This is an optimization exercise on Yosys and OpenROAD, whose aim is small area, a short achievable clock period and few clock cycles per item, not a production implementation.
Where RTL was checked, it was by simulation tests only, not by an equivalence proof against the original.
For run 2, only the layout was checked, not whether the RTL still works.
Power figures rest on the tool's default switching activity, not on a simulated workload.

## flow/design.v (module list and top-level ports; edited modules follow where they fit)
// module tdc_le_conv: 1338 lines
// module tdc_ks_add: 40 lines
module tdc_le_conv (
  input  wire        clk,
  input  wire        rst,           
  input  wire        cmd_valid,
  output wire        cmd_ready,
  input  wire [1:0]  cmd_op,        
  input  wire        cmd_interp,    
  input  wire [11:0] cmd_a,         
  input  wire [12:0] cmd_b,         
  output reg         res_valid,
  output reg         res_pair,      
  output reg         res_ok,        
  output reg         res_void,      
  output reg         res_interp,
  output reg  [11:0] res_coarse,
  output reg  [8:0]  res_fine,
  output reg  [1:0]  res_frame      
);
  // ...
==> flow/flow/run.sh <==
#!/bin/bash
set -euo pipefail
SETUP_MARGIN=${SETUP_MARGIN:-8.3}
bash standard.sh SETUP_SLACK_MARGIN=$SETUP_MARGIN \
  "BUFFER_PORTS_ARGS=-buffer_cell sky130_fd_sc_hd__buf_2" finish > run_make.log 2>&1
==> flow/standard.sh <==
#!/bin/bash
# synth_recipe.tcl (not shown) runs the flow's synth.tcl, then flattens the netlist and writes it again
# the make line also repeats each setting of config.mk as NAME=value (left out here)
make -C /OpenROAD-flow-scripts/flow DESIGN_CONFIG=/design/flow/config.mk WORK_HOME=/design/flow/orfs CLKGATE_MAP_FILE= SYNTH_SCRIPT=/design/flow/synth_recipe.tcl "${@:-finish}"
==> flow/config.mk <==
export PLATFORM = sky130hd
export DESIGN_NAME = tdc_le_conv
export DESIGN_NICKNAME = tdc_le_conv
export VERILOG_FILES = /design/flow/design.v
export SDC_FILE = /design/flow/constraint.sdc
export NUM_CORES = 4
export LEC_CHECK = 0
export CAP_MARGIN = 20
export CORE_MARGIN = 2
export CORE_UTILIZATION = 40
export SLEW_MARGIN = 20
==> flow/constraint.sdc <==
create_clock -name core_clock -period 12.0 [get_ports {clk}]
set_input_delay 2.4000 -clock core_clock [delete_from_list [all_inputs] [get_ports {clk}]]
set_output_delay 2.4000 -clock core_clock [all_outputs]
set_load 0.01 [all_outputs]
==> run summary, run 1 <==
* Crit-path max FO at 1
* Synth cell types at 83
* PnR worst setup slack at 8.30 ns
* Die Height at 430 um
* I/O pin count at 60
* Bufs w/o clock at 154
* Max layer used: met5
* Async S/R FF share, synth at 0
* Yosys warns at 11
* Post-synthesis average cell area at 11.6 um^2
* Rows at 156
* Die width at 430 um
* Max Root-Sink Buffers at 3
* P_comb at 0.00492 W
* Tapcell Cnt at 2,370
* Endpoints failing setup at 0
* First-pass GRT wire length at 343,000 um
* Sequential cell area share at 0.543
* Layout cell share with drive strength beyond 1 at 0.103
* Clock period minus worst slack at 3.70 ns
* CP Launch Type: flip-flop
* Gate power share at 0.234
* Top cells by count, synth: 2,056 x dfxtp_1, 383 x a22oi_1, 356 x nand2_1
* Post-CTS setup repair buffer count at 1
* Vias at 51,607
* TritonCTS clock tree: built
* Final worst-path cycle share at 0.308
* Num Clock Sinks at 2,178
* Overflow after GRT at 0
* Crit path depth at 1
* Non-Filler Instances at 8,775
* Compound-Gate Fraction of Synth Area at 0.175
* N_diodes at 2
* CP delay by family, top: flip-flops
* Status: no timing/DRC/antenna violations
* Area of the multi-input gates at 25,500 um^2
* CTS buffer count at 209
* Core area at 181,000 um^2
Testbench counts, summed over its fixed seeds: cycles 12,372, items 12,062.
==> module tdc_ks_add, before the edit <==
module tdc_ks_add #(parameter N = 8) (
  input  wire [N-1:0] a,
  input  wire [N-1:0] b,
  input  wire         ci,
  output wire [N-1:0] s,
  output wire [N:0]   c
);
  localparam L = 7;                     
  reg [N:0] g [0:L];
  reg [N:0] p [0:L];
  integer i, l, d;
  always @* begin
    g[0][0] = ci;
    p[0][0] = 1'b0;
    for (i = 0; i < N; i = i + 1) begin
      g[0][i+1] = a[i] & b[i];
      p[0][i+1] = a[i] ^ b[i];
    end
    d = 1;
    for (l = 1; l <= L; l = l + 1) begin
      for (i = 0; i <= N; i = i + 1) begin
        if (i >= d) begin
          g[l][i] = g[l-1][i] | (p[l-1][i] & g[l-1][i-d]);
          p[l][i] = p[l-1][i] & p[l-1][i-d];
        end else begin
          g[l][i] = g[l-1][i];
          p[l][i] = p[l-1][i];
        end
      end
      d = d * 2;
    end
  end
  genvar k;
  generate
    for (k = 0; k < N; k = k + 1) begin : sum
      assign s[k] = p[0][k+1] ^ g[L][k];
    end
  endgenerate
  assign c = g[L];
endmodule
==> inputs of run 2 (changes only) <==
--- a/flow/design.v
+++ b/flow/design.v
@@ -50,17 +50,18 @@
   reg  [12:0] p1_b;                 
   wire [12:0] pd0  = {1'b0, f_b[11:0]} - {1'b0, f_a};             
   wire        acc0 = !pd0[12] && (pd0[11:0] >= 12'd768) && (pd0[11:0] <= 12'd1280);
   reg         fwd;                  
   wire [11:0] c1_0 = fwd ? p1_a : f_i ? st_c1[23:12] : st_c1[11:0];
   wire [12:0] m0   = {1'b0, c1_0} - {1'b0, f_b[11:0]};            
   wire [12:0] m1   = p1_b;
   wire [13:0] sc1  = {2'b00, p1_a} - 14'd7;                        
-  wire [10:0] rom_d = p1_b[10:0];
+  reg  [10:0] p1_d;
+  wire [10:0] rom_d = p1_d;
   wire [14:0] rom_q;
   wire rom_n0, rom_n1, rom_n2, rom_n3, rom_n4, rom_n5, rom_n6, rom_n7, rom_n8, rom_n9, rom_n10, rom_n11, rom_n12, rom_n13, rom_n14, rom_n15, rom_n16, rom_n17, rom_n18, rom_n19, rom_n20, rom_n21, rom_n22, rom_n23, rom_n24, rom_n25, rom_n26, rom_n27, rom_n28, rom_n29, rom_n30, rom_n31, rom_n32, rom_n33, rom_n34, rom_n35, rom_n36, rom_n37, rom_n38, rom_n39, rom_n40, rom_n41, rom_n42, rom_n43, rom_n44, rom_n45, rom_n46, rom_n47, rom_n48, rom_n49, rom_n50, rom_n51, rom_n52, rom_n53, rom_n54, rom_n55, rom_n56, rom_n57, rom_n58, rom_n59, rom_n60, rom_n61, rom_n62, rom_n63, rom_n64, rom_n65, rom_n66, rom_n67, rom_n68, rom_n69, rom_n70, rom_n71, rom_n72, rom_n73, rom_n74, rom_n75, rom_n76, rom_n77, rom_n78, rom_n79, rom_n80, rom_n81, rom_n82, rom_n83, rom_n84, rom_n85, rom_n86, rom_n87, rom_n88, rom_n89, rom_n90, rom_n91, rom_n92, rom_n93, rom_n94, rom_n95, rom_n96, rom_n97, rom_n98, rom_n99, rom_n100, rom_n101, rom_n102, rom_n103, rom_n104, rom_n105, rom_n106, rom_n107, rom_n108, rom_n109, rom_n110, rom_n111, rom_n112, rom_n113, rom_n114, rom_n115, rom_n116, rom_n117, rom_n118, rom_n119, rom_n120, rom_n121, rom_n122, rom_n123, rom_n124, rom_n125, rom_n126, rom_n127, rom_n128, rom_n129, rom_n130, rom_n131, rom_n132, rom_n133, rom_n134, rom_n135, rom_n136, rom_n137, rom_n138, rom_n139, rom_n140, rom_n141, rom_n142, rom_n143, rom_n144, rom_n145, rom_n146, rom_n147, rom_n148, rom_n149, rom_n150, rom_n151, rom_n152, rom_n153, rom_n154, rom_n155, rom_n156, rom_n157, rom_n158, rom_n159, rom_n160, rom_n161, rom_n162, rom_n163, rom_n164, rom_n165, rom_n166, rom_n167, rom_n168, rom_n169, rom_n170, rom_n171, rom_n172, rom_n173, rom_n174, rom_n175, rom_n176, rom_n177, rom_n178, rom_n179, rom_n180, rom_n181, rom_n182, rom_n183, rom_n184, rom_n185, rom_n186, rom_n187, rom_n188, rom_n189, rom_n190, rom_n191, rom_n192, rom_n193, rom_n194, rom_n195, rom_n196, rom_n197, rom_n198, rom_n199, rom_n200, rom_n201, rom_n202, rom_n203, rom_n204, rom_n205, rom_n206, rom_n207, rom_n208, rom_n209, rom_n210, rom_n211, rom_n212, rom_n213, rom_n214, rom_n215, rom_n216, rom_n217, rom_n218, rom_n219, rom_n220, rom_n221, rom_n222, rom_n223, rom_n224, rom_n225, rom_n226, rom_n227, rom_n228, rom_n229, rom_n230, rom_n231, rom_n232, rom_n233, rom_n234, rom_n235, rom_n236, rom_n237, rom_n238, rom_n239, rom_n240, rom_n241, rom_n242, rom_n243, rom_n244, rom_n245, rom_n246, rom_n247, rom_n248, rom_n249, rom_n250, rom_n251, rom_n252, rom_n253, rom_n254, rom_n255, rom_n256, rom_n257, rom_n258, rom_n259, rom_n260, rom_n261, rom_n262, rom_n263, rom_n264, rom_n265, rom_n266, rom_n267, rom_n268, rom_n269, rom_n270, rom_n271, rom_n272, rom_n273, rom_n274, rom_n275, rom_n276, rom_n277, rom_n278, rom_n279, rom_n280, rom_n281, rom_n282, rom_n283, rom_n284, rom_n285, rom_n286, rom_n287, rom_n288, rom_n289, rom_n290, rom_n291, rom_n292, rom_n293, rom_n294, rom_n295, rom_n296, rom_n297, rom_n298, rom_n299, rom_n300, rom_n301, rom_n302, rom_n303, rom_n304, rom_n305, rom_n306, rom_n307, rom_n308, rom_n309, rom_n310, rom_n311, rom_n312, rom_n313, rom_n314, rom_n315, rom_n316, rom_n317, rom_n318, rom_n319, rom_n320, rom_n321, rom_n322, rom_n323, rom_n324, rom_n325, rom_n326, rom_n327, rom_n328, rom_n329, rom_n330, rom_n331, rom_n332, rom_n333, rom_n334, rom_n335, rom_n336, rom_n337, rom_n338, rom_n339, rom_n340, rom_n341, rom_n342, rom_n343, rom_n344, rom_n345, rom_n346, rom_n347, rom_n348, rom_n349, rom_n350, rom_n351, rom_n352, rom_n353, rom_n354, rom_n355, rom_n356, rom_n357, rom_n358, rom_n359, rom_n360, rom_n361, rom_n362, rom_n363, rom_n364, rom_n365, rom_n366, rom_n367, rom_n368, rom_n369, rom_n370, rom_n371, rom_n372, rom_n373, rom_n374, rom_n375, rom_n376, rom_n377, rom_n378, rom_n379, rom_n380, rom_n381, rom_n382, rom_n383, rom_n384, rom_n385, rom_n386, rom_n387, rom_n388, rom_n389, rom_n390, rom_n391, rom_n392, rom_n393, rom_n394, rom_n395, rom_n396, rom_n397, rom_n398, rom_n399, rom_n400, rom_n401, rom_n402, rom_n403, rom_n404, rom_n405, rom_n406, rom_n407, rom_n408, rom_n409, rom_n410, rom_n411, rom_n412, rom_n413, rom_n414, rom_n415, rom_n416, rom_n417, rom_n418, rom_n419, rom_n420, rom_n421, rom_n422, rom_n423, rom_n424, rom_n425, rom_n426, rom_n427, rom_n428, rom_n429, rom_n430, rom_n431, rom_n432, rom_n433, rom_n434, rom_n435, rom_n436, rom_n437, rom_n438, rom_n439, rom_n440, rom_n441, rom_n442, rom_n443, rom_n444, rom_n445, rom_n446, rom_n447, rom_n448, rom_n449, rom_n450, rom_n451, rom_n452, rom_n453, rom_n454, rom_n455, rom_n456, rom_n457, rom_n458, rom_n459, rom_n460, rom_n461, rom_n462, rom_n463, rom_n464, rom_n465, rom_n466, rom_n467, rom_n468, rom_n469, rom_n470, rom_n471, rom_n472, rom_n473, rom_n474, rom_n475, rom_n476, rom_n477, rom_n478, rom_n479, rom_n480, rom_n481, rom_n482, rom_n483, rom_n484, rom_n485, rom_n486, rom_n487, rom_n488, rom_n489, rom_n490, rom_n491, rom_n492, rom_n493, rom_n494, rom_n495, rom_n496, rom_n497, rom_n498, rom_n499, rom_n500, rom_n501, rom_n502, rom_n503, rom_n504, rom_n505, rom_n506, rom_n507, rom_n508, rom_n509, rom_n510, rom_n511, rom_n512, rom_n513, rom_n514, rom_n515, rom_n516, rom_n517, rom_n518, rom_n519, rom_n520, rom_n521, rom_n522, rom_n523, rom_n524, rom_n525, rom_n526, rom_n527, rom_n528, rom_n529, rom_n530, rom_n531, rom_n532, rom_n533, rom_n534, rom_n535, rom_n536, rom_n537, rom_n538, rom_n539, rom_n540, rom_n541, rom_n542, rom_n543, rom_n544, rom_n545, rom_n546, rom_n547, rom_n548, rom_n549, rom_n550, rom_n551, rom_n552, rom_n553, rom_n554, rom_n555, rom_n556, rom_n557, rom_n558, rom_n559, rom_n560, rom_n561, rom_n562, rom_n563, rom_n564, rom_n565, rom_n566, rom_n567, rom_n568, rom_n569, rom_n570, rom_n571, rom_n572, rom_n573, rom_n574, rom_n575, rom_n576, rom_n577, rom_n578, rom_n579, rom_n580, rom_n581, rom_n582, rom_n583, rom_n584, rom_n585, rom_n586, rom_n587, rom_n588, rom_n589, rom_n590, rom_n591, rom_n592, rom_n593, rom_n594, rom_n595, rom_n596, rom_n597, rom_n598, rom_n599, rom_n600, rom_n601, rom_n602, rom_n603, rom_n604, rom_n605, rom_n606, rom_n607, rom_n608, rom_n609, rom_n610, rom_n611, rom_n612, rom_n613, rom_n614, rom_n615, rom_n616, rom_n617, rom_n618, rom_n619, rom_n620, rom_n621, rom_n622, rom_n623, rom_n624, rom_n625, rom_n626, rom_n627, rom_n628, rom_n629, rom_n630, rom_n631, rom_n632, rom_n633, rom_n634, rom_n635, rom_n636, rom_n637, rom_n638, rom_n639, rom_n640, rom_n641, rom_n642, rom_n643, rom_n644, rom_n645, rom_n646, rom_n647, rom_n648, rom_n649, rom_n650, rom_n651, rom_n652, rom_n653, rom_n654, rom_n655, rom_n656, rom_n657, rom_n658, rom_n659, rom_n660, rom_n661, rom_n662, rom_n663, rom_n664, rom_n665, rom_n666, rom_n667, rom_n668, rom_n669, rom_n670, rom_n671, rom_n672, rom_n673, rom_n674, rom_n675, rom_n676, rom_n677, rom_n678, rom_n679, rom_n680, rom_n681, rom_n682, rom_n683, rom_n684, rom_n685, rom_n686, rom_n687, rom_n688, rom_n689, rom_n690, rom_n691, rom_n692, rom_n693, rom_n694, rom_n695, rom_n696, rom_n697, rom_n698, rom_n699, rom_n700, rom_n701, rom_n702, rom_n703, rom_n704, rom_n705, rom_n706, rom_n707, rom_n708, rom_n709, rom_n710, rom_n711, rom_n712, rom_n713, rom_n714, rom_n715, rom_n716, rom_n717, rom_n718, rom_n719, rom_n720, rom_n721, rom_n722, rom_n723, rom_n724, rom_n725, rom_n726, rom_n727, rom_n728, rom_n729, rom_n730, rom_n731, rom_n732, rom_n733, rom_n734, rom_n735, rom_n736, rom_n737, rom_n738, rom_n739, rom_n740, rom_n741, rom_n742, rom_n743, rom_n744, rom_n745, rom_n746, rom_n747, rom_n748, rom_n749, rom_n750, rom_n751, rom_n752, rom_n753, rom_n754, rom_n755, rom_n756, rom_n757, rom_n758, rom_n759, rom_n760, rom_n761, rom_n762, rom_n763, rom_n764, rom_n765, rom_n766, rom_n767, rom_n768, rom_n769, rom_n770, rom_n771, rom_n772, rom_n773, rom_n774, rom_n775, rom_n776, rom_n777, rom_n778, rom_n779, rom_n780, rom_n781, rom_n782, rom_n783, rom_n784, rom_n785, rom_n786, rom_n787, rom_n788, rom_n789, rom_n790, rom_n791, rom_n792, rom_n793, rom_n794, rom_n795, rom_n796, rom_n797, rom_n798, rom_n799, rom_n800, rom_n801, rom_n802, rom_n803, rom_n804, rom_n805, rom_n806, rom_n807, rom_n808, rom_n809, rom_n810, rom_n811, rom_n812, rom_n813, rom_n814, rom_n815, rom_n816, rom_n817, rom_n818, rom_n819, rom_n820, rom_n821, rom_n822, rom_n823, rom_n824, rom_n825, rom_n826, rom_n827, rom_n828, rom_n829, rom_n830, rom_n831, rom_n832, rom_n833, rom_n834, rom_n835, rom_n836, rom_n837, rom_n838, rom_n839, rom_n840, rom_n841, rom_n842, rom_n843, rom_n844, rom_n845, rom_n846, rom_n847, rom_n848, rom_n849, rom_n850, rom_n851, rom_n852, rom_n853, rom_n854, rom_n855, rom_n856, rom_n857, rom_n858, rom_n859, rom_n860, rom_n861, rom_n862, rom_n863, rom_n864, rom_n865, rom_n866, rom_n867, rom_n868, rom_n869, rom_n870, rom_n871, rom_n872, rom_n873, rom_n874, rom_n875, rom_n876, rom_n877, rom_n878, rom_n879, rom_n880, rom_n881, rom_n882, rom_n883, rom_n884, rom_n885, rom_n886, rom_n887, rom_n888, rom_n889, rom_n890, rom_n891, rom_n892, rom_n893, rom_n894, rom_n895, rom_n896, rom_n897, rom_n898, rom_n899, rom_n900, rom_n901, rom_n902, rom_n903, rom_n904, rom_n905, rom_n906, rom_n907, rom_n908, rom_n909, rom_n910, rom_n911, rom_n912, rom_n913, rom_n914, rom_n915, rom_n916, rom_n917, rom_n918, rom_n919, rom_n920, rom_n921, rom_n922, rom_n923, rom_n924, rom_n925, rom_n926, rom_n927, rom_n928, rom_n929, rom_n930, rom_n931, rom_n932, rom_n933, rom_n934, rom_n935, rom_n936, rom_n937, rom_n938, rom_n939, rom_n940, rom_n941, rom_n942, rom_n943, rom_n944, rom_n945, rom_n946, rom_n947, rom_n948, rom_n949, rom_n950, rom_n951, rom_n952, rom_n953, rom_n954, rom_n955, rom_n956, rom_n957, rom_n958, rom_n959, rom_n960, rom_n961, rom_n962, rom_n963, rom_n964, rom_n965, rom_n966, rom_n967, rom_n968, rom_n969, rom_n970, rom_n971, rom_n972, rom_n973, rom_n974, rom_n975, rom_n976, rom_n977, rom_n978, rom_n979, rom_n980, rom_n981, rom_n982, rom_n983, rom_n984, rom_n985, rom_n986, rom_n987, rom_n988, rom_n989, rom_n990, rom_n991, rom_n992, rom_n993, rom_n994, rom_n995, rom_n996, rom_n997, rom_n998, rom_n999, rom_n1000, rom_n1001, rom_n1002, rom_n1003, rom_n1004, rom_n1005, rom_n1006, rom_n1007, rom_n1008, rom_n1009, rom_n1010, rom_n1011, rom_n1012, rom_n1013, rom_n1014, rom_n1015;
   assign rom_n990 = ~rom_d[2];
   assign rom_n989 = ~rom_d[4];
   assign rom_n988 = ~rom_d[3];
   assign rom_n987 = ~rom_d[0];
   assign rom_n986 = ~(rom_d[1] & rom_d[0]);
   assign rom_n985 = ~(rom_d[2] & rom_d[3]);
@@ -1245,16 +1246,17 @@
     if (f_load) begin
       f_op <= cmd_op;
       f_i  <= cmd_interp;
       f_a  <= cmd_a;
       f_b  <= cmd_b;
     end
     p1_i <= f_i;  p1_a <= f_a;
     p1_b <= f_pair ? pd0 : f_hit ? m0 : f_b;
+    p1_d <= pd0[10:0];
     if (p1_ok) begin
       if (p1_i) begin
         st_c1[23:12]  <= p1_a;
         st_q[17:9]    <= q1;
         st_h[21:11]   <= h1;
         st_rcp[29:15] <= rom_q;
       end else begin
         st_c1[11:0]   <= p1_a;
@@ -1352,19 +1354,19 @@
     p[0][0] = 1'b0;
     for (i = 0; i < N; i = i + 1) begin
       g[0][i+1] = a[i] & b[i];
       p[0][i+1] = a[i] ^ b[i];
     end
     d = 1;
     for (l = 1; l <= L; l = l + 1) begin
       for (i = 0; i <= N; i = i + 1) begin
-        if (i >= d) begin
-          g[l][i] = g[l-1][i] | (p[l-1][i] & g[l-1][i-d]);
-          p[l][i] = p[l-1][i] & p[l-1][i-d];
+        if ((i / d) % 2 == 1) begin
+          g[l][i] = g[l-1][i] | (p[l-1][i] & g[l-1][(i / d) * d - 1]);
+          p[l][i] = p[l-1][i] & p[l-1][(i / d) * d - 1];
         end else begin
           g[l][i] = g[l-1][i];
           p[l][i] = p[l-1][i];
         end
       end
       d = d * 2;
     end
   end
==> flow/flow/run.sh (replaced) <==
#!/bin/bash
set -euo pipefail
SETUP_MARGIN=${SETUP_MARGIN:-8.4}
bash standard.sh SETUP_SLACK_MARGIN=$SETUP_MARGIN \
  "BUFFER_PORTS_ARGS=-buffer_cell sky130_fd_sc_hd__buf_2" finish > run_make.log 2>&1
==> run summary, run 2 <==
* CP bufs+invs at 1 (unchanged)
* Most frequent cells in the layout: 1,998 x dfxtp_1, 339 x a221oi_1, 333 x a22o_1 (was 1,997 x dfxtp_1, 382 x a22oi_1, 356 x nand2_1)
* Largest net degree at the start of global routing at 88 (was 91)
* Largest cells by area after synthesis: dfxtp_1 57%, edfxtp_1 5.0%, a221oi_1 4.1% (was dfxtp_1 57%, edfxtp_1 5.0%, a22oi_1 4.0%)
* CP Launch Type: flip-flop (unchanged)
* Async S/R FF share, synth at 0 (unchanged)
* Post-Synthesis Cells at 6,237 (was 6,273)
* Dpl cell area at 75,500 um^2 (was 75,100 um^2)
* Die width at 431 um (was 430 um)
* Post-synthesis register bit count at 2,188 (was 2,178)
* Drt pass-1 iters at 9 (unchanged)
* DR iter-0 viols at 5,752 (was 6,075)
* Max-cap check violation count at 0 (unchanged)
* M1 WL at 96,400 um (was 97,500 um)
* Die Height at 431 um (was 430 um)
* Pwr dens at 248 nW/um^2 (was 253 nW/um^2)
* Die ar. at 186,000 um^2 (was 185,000 um^2)
* Num Clock Sinks at 2,188 (was 2,178)
* TritonCTS clock tree: built (unchanged)
* Core area at 181,000 um^2 (about the same)
* Yosys warns at 11 (unchanged)
* Routed Antenna Nets at 0 (unchanged)
* Syn Nets at 6,557 (was 6,590)
* DRT Wirelength at 232,000 um (was 235,000 um)
* Final Slew Violations at 0 (unchanged)
* Endpoints failing setup at 0 (unchanged)
* CTS Root Cell: clkbuf_16 (unchanged)
* Largest regs: ring0 (832), ring1 (832), p3_sa (34) (unchanged)
* WP data required at 9.60 ns (about the same)
* Maximum vdd drop at 0.187 mV (was 0.152 mV)
* CTS buffer count at 198 (was 209)
* Critical path class: flip-flop to output port (unchanged)
* Worst skew pair latency at 0.85 ns (was 0.87 ns)
* Reg2Reg Depth at 10 (unchanged)
* Post-synthesis average cell area at 11.7 um^2 (was 11.6 um^2)
* Status: no timing/DRC/antenna violations (unchanged)
* Synthesized area at 73,100 um^2 (was 72,600 um^2)
* Starting Density at 0.403 (was 0.402)
* HP Class: flip-flop to flip-flop (unchanged)
* Worst-path clk slew at 0.06 ns (was 0.07 ns)
* HPWL Detailed at 141,000 um (was 140,000 um)
* Slowest-stage cell, CP: dfxtp_1 (was dfxtp_2)
* Max Root-Sink Buffers at 3 (unchanged)
* Sequential share of the synthesized area at 0.616 (was 0.618)
* Top-area cell type share of the netlist area at 0.566 (was 0.567)
* Top cells by count, synth: 2,066 x dfxtp_1, 339 x a221oi_1, 333 x a22o_1 (was 2,056 x dfxtp_1, 383 x a22oi_1, 356 x nand2_1)
* Final instance area at 82,900 um^2 (about the same)
* Leading cell type in the layout, fill and taps excluded: dfxtp_1 (unchanged)
* DR WL met2 at 105,000 um (was 104,000 um)
* Final Hold Viols at 0 (unchanged)
* Setup crit end kind: output port (unchanged)
* Hold Path Stages at 0 (unchanged)
* Layout cell share with drive strength beyond 1 at 0.107 (was 0.103)
* Slew headroom at 0.242 (was 0.225)
* Highest Clock Rate at 271 MHz (was 270 MHz)
* FILL cells at 16,456 (was 16,250)
* First-pass GRT wire length at 339,000 um (was 343,000 um)
* Vias in the first global route at 50,426 (was 51,221)
* Most frequent cell after synthesis: dfxtp_1 (unchanged)
* I/O pin count at 60 (unchanged)
* Global placement routability congestion at 0.957 (was 0.964)
* Crit-path max FO at 1 (unchanged)
* Initial antenna violation count at 5 (was 6)
* Rows at 156 (unchanged)
* Met3 Routed Length at 19,400 um (was 21,000 um)
* Ys flop type: dfxtp_1 (unchanged)
* Leakage at 32.2 nW (was 32.0 nW)
* Design Power at 0.0206 W (was 0.0210 W)
* Max layer used: met5 (unchanged)
* Port Buffer Count at 59 (unchanged)
* Clock period minus worst slack at 3.69 ns (was 3.70 ns)
* CP Cell Sequence: buf_2 (was buf_6)
* Setup TNS at 0 ns (unchanged)
* Number of synthesized flops with an enable pin at 122 (unchanged)
* Synth area leader: dfxtp_1 (unchanged)
* Total GRT Usage at 0.243 (was 0.248)
* CP delay by family, top: flip-flops (unchanged)
* CP max stage delay at 0.31 ns (was 0.32 ns)
* Crit path depth at 1 (unchanged)
* Area growth from synthesis to layout at 13.4% (was 14.2%)
* Overflow after GRT at 0 (unchanged)
* Final worst-path cycle share at 0.307 (was 0.308)
* Critical Path AT at 1.29 ns (was 1.30 ns)
* Via density at 5.86 (was 5.88)
* Clk_skew at 0.0705 ns (was 0.0812 ns)
* Layout Nets at 6,489 (was 6,539)
* RSZ-0062 raised after global routing: true (unchanged)
* Synth cell types at 86 (was 83)
* WL/cell at 26.7 um (was 26.8 um)
* Tightest Pin Transition at 1.14 ns (was 1.16 ns)
* H-tree depth at 4 (unchanged)
* DRC viols at 0 (unchanged)
* Vias at 51,085 (was 51,607)
[run 2: changes by cell type in the layout (fill, tap and decap cells not counted), moves of 13 or more]
cell	delta
a211oi_1	+21
mux4_2	+13
nor2_1	-26
a221oi_1	+49
nor3_1	+13
nand2_1	-34
o21ai_0	-49
clkbuf_16	-15
a22oi_1	-85
a22o_1	+47
o211ai_1	-15
[run 2: report_power, final]
| group | internal [W] | switching [W] |
|---|---|---|
| logic | 0.00179 | 0.00292 |
| clock network | 0.00381 | 0.00284 |
| registers | 0.00822 | 0.000984 |
[run 2: layout make-up]
type	count	area, um^2	share of cell area
inverters	214	813	0.00981
well taps	2370	2970	0.0358
clock inverters	82	1190	0.0144
multi-input cells	3410	25700	0.310
repair buffers	157	1170	0.0142
clock buffers	289	5820	0.0702
flip-flops and latches	2188	45200	0.545
diodes	2	5.00	0.0000604
[run 2: final timing paths]
path	startpoint	endpoint	slack, ns
setup / recovery	res_fine[5]$_SDFF_PN0_	res_fine[5]	8.31
hold / removal	ring1[674]$_DFF_P_	ring1[661]$_DFF_P_	0.29
setup reg to reg	p1_d[0]$_DFF_P_	st_rcp[16]$_DFFE_PP_	8.46
hold reg to reg	ring1[674]$_DFF_P_	ring1[661]$_DFF_P_	0.29
[run 2: metrics by stage]
step	hold slack [ns]	utilization	cells	setup WS, ns
floorplan	0.310	-	6237	8.41
global placement	0.313	0.417	8320	7.61
detailed placement	0.312	0.417	8320	7.70
CTS	0.290	0.456	8695	8.25
global route	0.311	0.458	8710	8.25
finish	0.295	0.458	8712	8.31
[run 2: routing by layer]
layer,vias to the layer above,global-route usage
li1,22559,-
met1,25237,0.321
met2,2658,0.388
met3,627,0.0442
met4,4,0.111
met5,-,0
[run 2: cell families after synthesis]
group                      Yosys count  share of synthesized area
DFF                               2188                      0.616
muxes                              145                     0.0232
buffers and inverters              639                     0.0336
and+or+nand+nor                   1064                     0.0695
adders and majority gates          289                     0.0609
AOI/OAI and AO/OA                 1698                      0.171
xor gates and xnor gates           214                     0.0257
[run 2: what timing repair did]
item / 4_1_cts / 5_1_grt
endpoints found under the setup margin: 81 / 81
pin swaps: 0 / 2
resized for setup: 29 / 44
hold buffers: 0 / 0
buffers inserted: 4 / 14
hold endpoints to repair: 0 / 0

## separate check: timing with driven ports
In the flow no input, the clock included, has a driving cell. The finished layouts below were timed again as built, in two steps. Step 1 (the two cells are an assumption about what drives the block):
set clk [get_ports {clk}]
set_driving_cell -lib_cell sky130_fd_sc_hd__clkbuf_16 $clk
set_driving_cell -lib_cell sky130_fd_sc_hd__buf_2 [delete_from_list [all_inputs] $clk]
Step 2 times the ports against the registers' clock, not the clock port: input delays grow and output delays shrink by t, the midpoint of the rising clock arrivals with the driver on. a / b / c = ideal / step 1 / step 2; a / b = the first two.
run	shift t [ns]	setup slack, ns	slew at the worst register clock pin (ns)
run 1	0.918	8.299 / 8.214 / 8.219	0.07 / 0.07
run 2	0.906	8.311 / 8.225 / 8.150	0.07 / 0.07
After both steps every run listed still meets setup and hold. For run 2, which loses most, drivers alone change the setup slack by -0.086 ns; drivers and shift together by -0.161 ns.
